Context: an optimization exercise on an open-source flow, tuned for small area, a short achievable clock period and few clock cycles. The choices shown serve that exercise and are no tape-out recipe.
Function was checked by simulation only, so behaviour that the tests miss may differ from the original.

File: design/flow/design.v
module pol_trtcm_div8m (
    input  [56:0] x,
    output [34:0] q,
    output [22:0] r
);
    localparam [24:0] BPS = 25'd8000000;
    wire [71:0] prod = x[56:22] * 37'd72057594037;
    wire [34:0] est  = prod[71:37];
    wire [15:0] m    = est[15:0] * 16'd15625;
    wire [24:0] rem  = x[24:0] - {m, 9'd0};
    wire        ge   = rem >= BPS;
    assign q = est + {34'd0, ge};
    assign r = ge ? (rem - BPS) : rem;
endmodule
module pol_trtcm (
    input             clk,
    input             rst,
    input             in_valid,
    output            in_ready,
    input      [2:0]  in_op,
    input      [1:0]  in_flow,
    input      [15:0] in_len,
    input      [31:0] in_now,
    input      [3:0]  in_addr,
    input      [31:0] in_data,
    output reg        out_valid,
    input             out_ready,
    output reg [31:0] out_data
);
    localparam OP_FRAME  = 3'd0;
    localparam OP_SWEEP  = 3'd1;
    localparam OP_PWRITE = 3'd3;
    localparam OP_READ   = 3'd4;
    localparam [24:0] RATE_MAX  = 25'd25000000;
    localparam [23:0] BURST_MIN = 24'd1522;
    localparam K_ZERO  = 3'd0;
    localparam K_ONE   = 3'd1;
    localparam K_NOFL  = 3'd2;    
    localparam K_READ  = 3'd3;
    localparam K_FRAME = 3'd4;
    localparam K_SWEEP = 3'd5;
    reg [3:0]  p_valid;
    reg [24:0] p_cir   [0:3];
    reg [24:0] p_pir   [0:3];
    reg [23:0] p_cbs   [0:3];
    reg [23:0] p_pbs   [0:3];
    reg [1:0]  p_ya    [0:3];
    reg [22:0] p_rm    [0:3];    
    reg [4:0]  p_rl    [0:3];    
    reg [23:0] s_c     [0:3];
    reg [23:0] s_p     [0:3];
    reg [31:0] s_time  [0:3];
    reg [31:0] c_yel   [0:3];
    reg [31:0] c_red   [0:3];
    reg [24:0] stg_w0, stg_w1;
    reg [23:0] stg_w2;
    reg        v0;
    reg [2:0]  op0;
    reg [1:0]  fl0;
    reg [15:0] len0;
    reg [31:0] now0;
    reg [3:0]  ad0;
    reg [31:0] dat0;
    reg        v1, v2, v3, v4;
    reg [2:0]  k1, k2, k3, k4;
    reg [1:0]  fl1, fl2, fl3, fl4;
    reg [15:0] len1, len2, len3, len4;
    reg [31:0] now1, now2, now3;
    reg [56:0] x2, y2;
    reg [34:0] pb3, cq3;
    reg [22:0] r3;
    reg [24:0] pb4, cb4;          
    wire lg1 = k1[2];
    wire lg2 = k2[2];
    wire lg3 = k3[2];
    wire lg4 = k4[2];
    wire adv = !out_valid || out_ready;
    reg [23:0] rd_p;
    reg [23:0] rd_rem;
    reg [23:0] rd_bits;
    reg [23:0] rd_q;
    reg [3:0]  rd_cnt;
    reg [4:0]  rd_l;
    wire       rd_busy = (rd_cnt != 4'd0);
    wire [24:0] rd_t1 = {rd_rem, rd_bits[23]};
    wire        rd_g1 = rd_t1 >= {1'b0, rd_p};
    wire [23:0] rd_r1 = rd_g1 ? (rd_t1[23:0] - rd_p) : rd_t1[23:0];
    wire [24:0] rd_t2 = {rd_r1, rd_bits[22]};
    wire        rd_g2 = rd_t2 >= {1'b0, rd_p};
    wire [23:0] rd_r2 = rd_g2 ? (rd_t2[23:0] - rd_p) : rd_t2[23:0];
    wire [24:0] rd_t3 = {rd_r2, rd_bits[21]};
    wire        rd_g3 = rd_t3 >= {1'b0, rd_p};
    wire [23:0] rd_r3 = rd_g3 ? (rd_t3[23:0] - rd_p) : rd_t3[23:0];
    wire [23:0] rd_m  = rd_q + 24'd1;      
    wire [24:0] w1_pm1 = dat0[24:0] - 25'd1;
    reg  [4:0]  w1_l;
    integer k;
    always @* begin
        w1_l = 5'd0;
        for (k = 0; k < 25; k = k + 1)
            if (w1_pm1[k]) w1_l = k[4:0] + 5'd1;
    end
    wire fs0     = (op0 == OP_FRAME) || (op0 == OP_SWEEP);
    wire long0   = fs0 && p_valid[fl0];
    wire commit0 = (op0 == OP_PWRITE) && (ad0[1:0] == 2'd3);
    wire hz_long = long0 && ((v1 && lg1 && fl1 == fl0) || (v2 && lg2 && fl2 == fl0));
    wire hz_comm = commit0 && (rd_busy ||
                               (v1 && fl1 == fl0) || (v2 && fl2 == fl0) ||
                               (v3 && fl3 == fl0) || (v4 && fl4 == fl0));
    wire go0     = v0 && adv && !hz_long && !hz_comm;
    assign in_ready = !v0 || go0;
    wire accept  = in_valid && in_ready;
    wire commit_ok = (stg_w0 <= stg_w1) && (stg_w1 <= RATE_MAX) &&
                     (stg_w2 >= BURST_MIN) && (dat0[23:0] >= BURST_MIN) &&
                     (dat0[25:24] != 2'd3);
    wire do_commit = go0 && commit0 && commit_ok;
    wire w1_write  = go0 && (op0 == OP_PWRITE) && (ad0[1:0] == 2'd1);
    reg [2:0] kind0;
    always @* begin
        case (op0)
            OP_FRAME:  kind0 = p_valid[fl0] ? K_FRAME : K_NOFL;
            OP_SWEEP:  kind0 = p_valid[fl0] ? K_SWEEP : K_ZERO;
            OP_PWRITE: kind0 = (commit0 && commit_ok) ? K_ONE : K_ZERO;
            OP_READ:   kind0 = K_READ;
            default:   kind0 = K_ZERO;
        endcase
    end
    wire [31:0] el1  = now1 - s_time[fl1];
    wire [56:0] x1   = el1 * p_pir[fl1];
    wire [56:0] y1   = el1 * p_cir[fl1];
    wire [34:0] pb2, cq2;
    wire [22:0] r2, cr2_unused;
    pol_trtcm_div8m u_dx (.x(x2), .q(pb2), .r(r2));
    pol_trtcm_div8m u_dy (.x(y2), .q(cq2), .r(cr2_unused));
    wire [22:0] n3    = r3 - 23'd1;
    wire [46:0] qp3   = n3 * {1'b1, p_rm[fl3]};
    wire [4:0]  l3    = p_rl[fl3];
    wire [23:0] qs3   = qp3[46:23] >> l3[4:0];
    wire [22:0] q3    = (l3 >= 5'd24) ? 23'd0 : qs3[22:0];
    wire [31:0] t3    = (r3 == 23'd0) ? now3 : (now3 + {9'h1ff, ~q3});
    wire [25:0] pa3   = pb3[25:0] * p_cir[fl3];
    wire [25:0] pc3   = cq3[25:0] * p_pir[fl3];
    wire [25:0] dd3   = pa3 - pc3;
    wire [34:0] cb3   = dd3[25] ? (cq3 - 35'd1) : cq3;
    wire [24:0] pbs3  = (pb3[34:24] != 11'd0) ? 25'h1000000 : pb3[24:0];
    wire [24:0] cbs3  = (cb3[34:24] != 11'd0) ? 25'h1000000 : cb3[24:0];
    wire [23:0] cur_cbs = p_cbs[fl4];
    wire [23:0] cur_pbs = p_pbs[fl4];
    wire [1:0]  cur_ya  = p_ya[fl4];
    wire [25:0] p_sum   = {2'd0, s_p[fl4]} + {1'b0, pb4};
    wire [25:0] c_sum   = {2'd0, s_c[fl4]} + {1'b0, cb4};
    wire [23:0] p_new   = (p_sum > {2'd0, cur_pbs}) ? cur_pbs : p_sum[23:0];
    wire [23:0] c_new   = (c_sum > {2'd0, cur_cbs}) ? cur_cbs : c_sum[23:0];
    wire        is_red  = p_new < {8'd0, len4};
    wire        is_yel  = !is_red && (c_new < {8'd0, len4});
    wire        yel_drop = is_yel && (cur_ya == 2'd2);
    wire        yel_mark = is_yel && (cur_ya == 2'd1);
    wire [1:0]  colour  = is_red ? 2'd2 : is_yel ? 2'd1 : 2'd0;
    wire        passes  = !is_red && !yel_drop;
    wire        frame4  = (k4 == K_FRAME);
    wire [3:0]  ad4 = len4[3:0];    
    reg  [31:0] rd_data;
    always @* begin
        case (ad4)
            4'd0: rd_data = {8'd0, s_c[fl4]};
            4'd1: rd_data = {8'd0, s_p[fl4]};
            4'd2: rd_data = s_time[fl4];
            4'd3: rd_data = c_yel[fl4];
            4'd4: rd_data = c_red[fl4];
            4'd5: rd_data = {30'd0, p_ya[fl4]};
            default: rd_data = 32'd0;
        endcase
        if (!p_valid[fl4])
            rd_data = 32'd0;
        if (ad4 == 4'd5)
            rd_data[31] = p_valid[fl4];
    end
    reg [31:0] res4;
    always @* begin
        case (k4)
            K_ONE:   res4 = 32'd1;
            K_NOFL:  res4 = 32'h0000_0010;
            K_READ:  res4 = rd_data;
            K_FRAME: res4 = {28'd0, yel_mark, passes, colour};
            default: res4 = 32'd0;
        endcase
    end
    always @(posedge clk) begin
        if (rst) begin
            v0 <= 1'b0;
            v1 <= 1'b0;
            v2 <= 1'b0;
            v3 <= 1'b0;
            v4 <= 1'b0;
            out_valid <= 1'b0;
            out_data  <= 32'd0;
            rd_cnt    <= 4'd0;
        end else begin
            if (accept)
                v0 <= 1'b1;
            else if (go0)
                v0 <= 1'b0;
            if (adv) begin
                v1 <= go0;
                v2 <= v1;
                v3 <= v2;
                v4 <= v3;
                out_valid <= v4;
                out_data  <= res4;
            end
            if (w1_write)
                rd_cnt <= 4'd8;
            else if (rd_busy)
                rd_cnt <= rd_cnt - 4'd1;
        end
    end
    always @(posedge clk) begin
        if (accept) begin
            op0  <= in_op;
            fl0  <= in_flow;
            len0 <= in_len;
            now0 <= in_now;
            ad0  <= in_addr;
            dat0 <= in_data;
        end
        if (adv) begin
            k1   <= kind0;
            fl1  <= fl0;
            len1 <= (op0 == OP_READ) ? {12'd0, ad0} : len0;
            now1 <= now0;
            k2   <= k1;
            fl2  <= fl1;
            len2 <= len1;
            now2 <= now1;
            x2   <= x1;
            y2   <= y1;
            k3   <= k2;
            fl3  <= fl2;
            len3 <= len2;
            now3 <= now2;
            pb3  <= pb2;
            cq3  <= cq2;
            r3   <= r2;
            k4   <= k3;
            fl4  <= fl3;
            len4 <= len3;
            pb4  <= pbs3;
            cb4  <= cbs3;
        end
        if (w1_write) begin
            rd_p    <= dat0[23:0];
            rd_l    <= w1_l;
            rd_rem  <= (w1_l == 5'd0) ? 24'd0 : ((24'd1 << (w1_l - 5'd1)) - 24'd1);
            rd_bits <= (w1_l == 5'd0) ? 24'h7fffff : 24'hffffff;
            rd_q    <= 24'd0;
        end else if (rd_busy) begin
            rd_rem  <= rd_r3;
            rd_bits <= {rd_bits[20:0], 3'd0};
            rd_q    <= {rd_q[20:0], rd_g1, rd_g2, rd_g3};
        end
    end
    always @(posedge clk) begin
        if (rst) begin
            stg_w0 <= 25'd0;
            stg_w1 <= 25'd0;
            stg_w2 <= 24'd0;
        end else if (go0 && op0 == OP_PWRITE) begin
            case (ad0[1:0])
                2'd0: stg_w0 <= dat0[24:0];
                2'd1: stg_w1 <= dat0[24:0];
                2'd2: stg_w2 <= dat0[23:0];
                default: ;
            endcase
        end
    end
    wire wr_t = adv && v3 && lg3;
    wire wr_b = adv && v4 && lg4;
    integer i;
    always @(posedge clk) begin
        for (i = 0; i < 4; i = i + 1) begin
            if (rst)
                p_valid[i] <= 1'b0;
            else if (do_commit && fl0 == i[1:0])
                p_valid[i] <= 1'b1;
            if (do_commit && fl0 == i[1:0]) begin
                p_cir[i]   <= stg_w0;
                p_pir[i]   <= stg_w1;
                p_cbs[i]   <= stg_w2;
                p_pbs[i]   <= dat0[23:0];
                p_ya[i]    <= dat0[25:24];
                p_rm[i]    <= rd_m[22:0];
                p_rl[i]    <= rd_l;
                s_c[i]     <= stg_w2;
                s_p[i]     <= dat0[23:0];
                s_time[i]  <= now0;
                c_yel[i]   <= 32'd0;
                c_red[i]   <= 32'd0;
            end else begin
                if (wr_t && fl3 == i[1:0])
                    s_time[i] <= t3;
                if (wr_b && fl4 == i[1:0]) begin
                    if (frame4) begin
                        s_p[i] <= is_red ? p_new : (p_new - {8'd0, len4});
                        s_c[i] <= (is_red || is_yel) ? c_new : (c_new - {8'd0, len4});
                        if (is_yel && !yel_drop)
                            c_yel[i] <= c_yel[i] + 32'd1;
                        if (is_red || yel_drop)
                            c_red[i] <= c_red[i] + 32'd1;
                    end else begin
                        s_p[i] <= p_new;
                        s_c[i] <= c_new;
                    end
                end
            end
        end
    end
endmodule
File: design/flow/constraint.sdc
create_clock -name core_clock -period 15.0 [get_ports {clk}]
set_input_delay 3.0000 -clock core_clock [delete_from_list [all_inputs] [get_ports {clk}]]
set_output_delay 3.0000 -clock core_clock [all_outputs]
set_load 0.01 [all_outputs]
File: design/flow/config.mk
export PLATFORM = sky130hd
export DESIGN_NAME = pol_trtcm
export DESIGN_NICKNAME = pol_trtcm
export VERILOG_FILES = /design/flow/design.v
export SDC_FILE = /design/flow/constraint.sdc
export NUM_CORES = 4
export LEC_CHECK = 0
export CAP_MARGIN = 20
export CORE_MARGIN = 2
export CORE_UTILIZATION = 40
export SLEW_MARGIN = 20
File: design/flow/run.sh
#!/bin/bash
# synth_recipe.tcl (not shown) runs the flow's synth.tcl, then flattens the netlist and writes it again
# the make line also repeats each setting of config.mk as NAME=value (left out here)
make -C /OpenROAD-flow-scripts/flow DESIGN_CONFIG=/design/flow/config.mk WORK_HOME=/design/flow/orfs CLKGATE_MAP_FILE= SYNTH_SCRIPT=/design/flow/synth_recipe.tcl finish
==> flow_summary.json <==
{
  "layout-drive-gt1-share_pct": 7.69,
  "synthesis.nets": 27890,
  "fin_crit_ns": 14.46,
  "placedInstanceArea_mm2": 0.235,
  "portBuffers": 120,
  "num_rows": 273,
  "finalHoldViolCount": 0,
  "fin_crit_sh_pct": 96.4,
  "cp.required_ns": 15.61,
  "syn_inst": 22428,
  "drv_cap": 0,
  "synth_top_cell_by_area": "fa_1",
  "synth_area_per_cell_um2": 9.92,
  "report.final.slew_viol_count": 0,
  "met1_usage_pct": 34.3,
  "cp_slowest_cell": "fa_1",
  "synth_flop_cell": "edfxtp_1",
  "drtIter0Drc": 14581,
  "drc_errors": 0,
  "critPathCaptureType": "flop",
  "track_usage_pct": 25.0,
  "clkLatencyLatePin_ns": 1.01,
  "clock_sinks": 1804,
  "yosysTopAreaCellShare_pct": 30.2,
  "grt_pass1_wl_mm": 1060,
  "grt_pass1_vias": 166559,
  "grt_use_met3_pct": 5.17,
  "synth_edf_count": 1405,
  "slew_headroom_pct": 22.9,
  "cts_max_path_buffers": 4,
  "instances_no_fill": 29962,
  "fp.dieArea_mm2": 0.562,
  "routed_via_density": 5.43,
  "holdWs_ns": 0.393,
  "initial_core_util_pct": 40.2,
  "core_mm2": 0.553,
  "antenna_found_initial": 45,
  "worst_path_most_repeated_cell": "fa_1",
  "die_x_um": 750,
  "cts_root_buffer": "clkbuf_16",
  "first_pass_iters": 6,
  "htreeDepth": 4,
  "clock.fmax_ghz": 0.0691,
  "wirelength_mm": 704,
  "netlist_area_mm2": 0.222,
  "yosysUniqueCellTypes": 136,
  "worstSetupPathType": "flop to flop",
  "grt_use_met2_pct": 39.7,
  "ys_seq_area_share_pct": 22.6,
  "cts_hold_buf": 0,
  "hpwlAfterDp_mm": 552,
  "crit_path_max_incr_delay_ns": 0.60,
  "path_max_fanout": 4,
  "area_growth_pct": 9.02,
  "start_kind": "flop",
  "cts_tree": "built",
  "grt_max_degree": 147,
  "setup_violations": 0,
  "hold_path_class": "flop to flop",
  "synthTopCellsByArea": "fa_1 30%, edfxtp_1 19%, ha_1 11%, inv_1 7.1%, nand2_1 4.6%",
  "cp.arrival_ns": 15.07,
  "path_clk_slew_ns": 0.07,
  "synth-async-reset-ratio_pct": 0,
  "final_nets": 27953,
  "ys_warn_count": 13,
  "dpl.cell_count": 29548,
  "grt_overflow": 0,
  "die_y_um": 750,
  "via_count": 162777,
  "avgRoutedWirePerCell_um": 23.5,
  "cts_buffers": 199,
  "io-pin-count": 127,
  "busiest_layer": "met2",
  "ant_nets": 0,
  "design_area_mm2": 0.242,
  "synth_seq_cells": 1804,
  "status": "no timing/DRC/antenna violations",
  "place.gp.congestion": 0.952,
  "path_buf_inv": 11,
  "critical-path-top-delay-family": "adder cells",
  "finClkSkew_ns": 0.162,
  "fin_util_pct": 43.8,
  "tightest_slew_ns": 1.16
}
## cell usage in the layout, fill, tap and decap left out, types with 245 or more instances in the layout
cell type,synthesis,layout
inv_1,4232,4226
fa_1,3354,3341
nand2_1,2743,2730
ha_1,2015,2007
nor2_1,1448,1438
edfxtp_1,1405,1405
a21oi_1,761,749
buf_4,7,665
xnor2_1,602,566
o21ai_0,503,494
and2_1,489,487
dfxtp_1,399,399
nor3_1,260,255
mux4_2,252,252
nand3_1,247,245
## metal layers
metal,vias up,routed length [µm],share of wire (%)
met5,-,144,0.020
met4,20,27100,3.8
met3,1091,63700,9.1
met2,6273,318000,45
met1,83301,295000,42
li1,72092,-,-
## Yosys cell counts (all sizes together), types with 249 or more instances
library cell	n
inv	4233
fa	3354
nand2	2743
ha	2015
nor2	1449
edfxtp	1405
clkbuf	849
a21oi	763
xnor2	605
o21ai	555
and2	490
dfxtp	399
nor3	267
mux4	252
nand3	249
## timing repair
item                       in CTS  in global routing
buffers inserted                0                 27
setup endpoints to repair       0                 69
gates resized for setup         0                 83
## cell families after synthesis
kind of cell / synth area share (%)
compound gates: 7.00
xor+xnor: 3.40
fa+ha+maj: 41.5
buf+inv: 8.78
flops: 22.6
mux: 3.99
simple gates: 12.7
## metrics by stage
stage                     setup WS, ns  TNS (ns)
after global placement           0.310         0
after detailed placement         0.205         0
after floorplan                  0.921         0
final                            0.538         0
after CTS                        0.165         0
after global routing           -0.0405    -0.392
## sequential cells by signal (all words and copies together), names as in the netlist, 35 cells and up
signal and cells:
s_p 96, cq3 35, p_pir 100, p_cbs 96
s_c 96, p_rm 92, x2 57, y2 48
pb3 35, c_red 128, p_cir 100, s_time 128
c_yel 128, p_pbs 96
## worst paths after layout
| kind | endpoint | from | depth (start not counted) | slack, ns |
|---|---|---|---|---|
| worst min register to register | k2[0]$_DFFE_PN_ | k1[0]$_DFFE_PN_ | 0 | 0.39 |
| worst max register to register | pb3[34]$_DFFE_PN_ | x2[27]$_DFFE_PN_ | 52 | 0.54 |
| worst min-delay path | k2[0]$_DFFE_PN_ | k1[0]$_DFFE_PN_ | 0 | 0.39 |
| worst max-delay path | pb3[34]$_DFFE_PN_ | x2[27]$_DFFE_PN_ | 52 | 0.54 |
## final cells by class
type	instances	area (µm²)
sequential	1804	50200
multi-input combinational	15445	154000
fill	53029	311000
clock inverter	112	1280
clock buffer	258	5370
antenna	15	37.5
tap	7287	9120
timing repair buffer	805	6580
inverter	4236	15900
Testbench counts, summed over its fixed seeds: cycles 6,011.

-- static timing again, ports no longer ideal --
In the flow no input, the clock included, has a driving cell. The finished layout below was timed again as built, in two steps. Step 1 assumes that a clkbuf_16 drives the clock port and a buf_2 every other input. Step 2, shift: input delay + t, output delay - t, t = (earliest + latest rising clock arrival at the registers) / 2. This alone moves slack from input paths to output paths. Three values: no drivers, after step 1, after step 2; two values: the first two.
shift t [ns]: 1.046
setup slack, ns: 0.538 / 0.538 / 0.538
worst hold slack (ns): 0.393 / 0.393 / 0.393
cell pins on the clock port's net: 1
After both steps setup and hold are still met in this run. For this run, drivers alone change the setup slack by 0.000 ns; drivers and shift together by 0.000 ns.
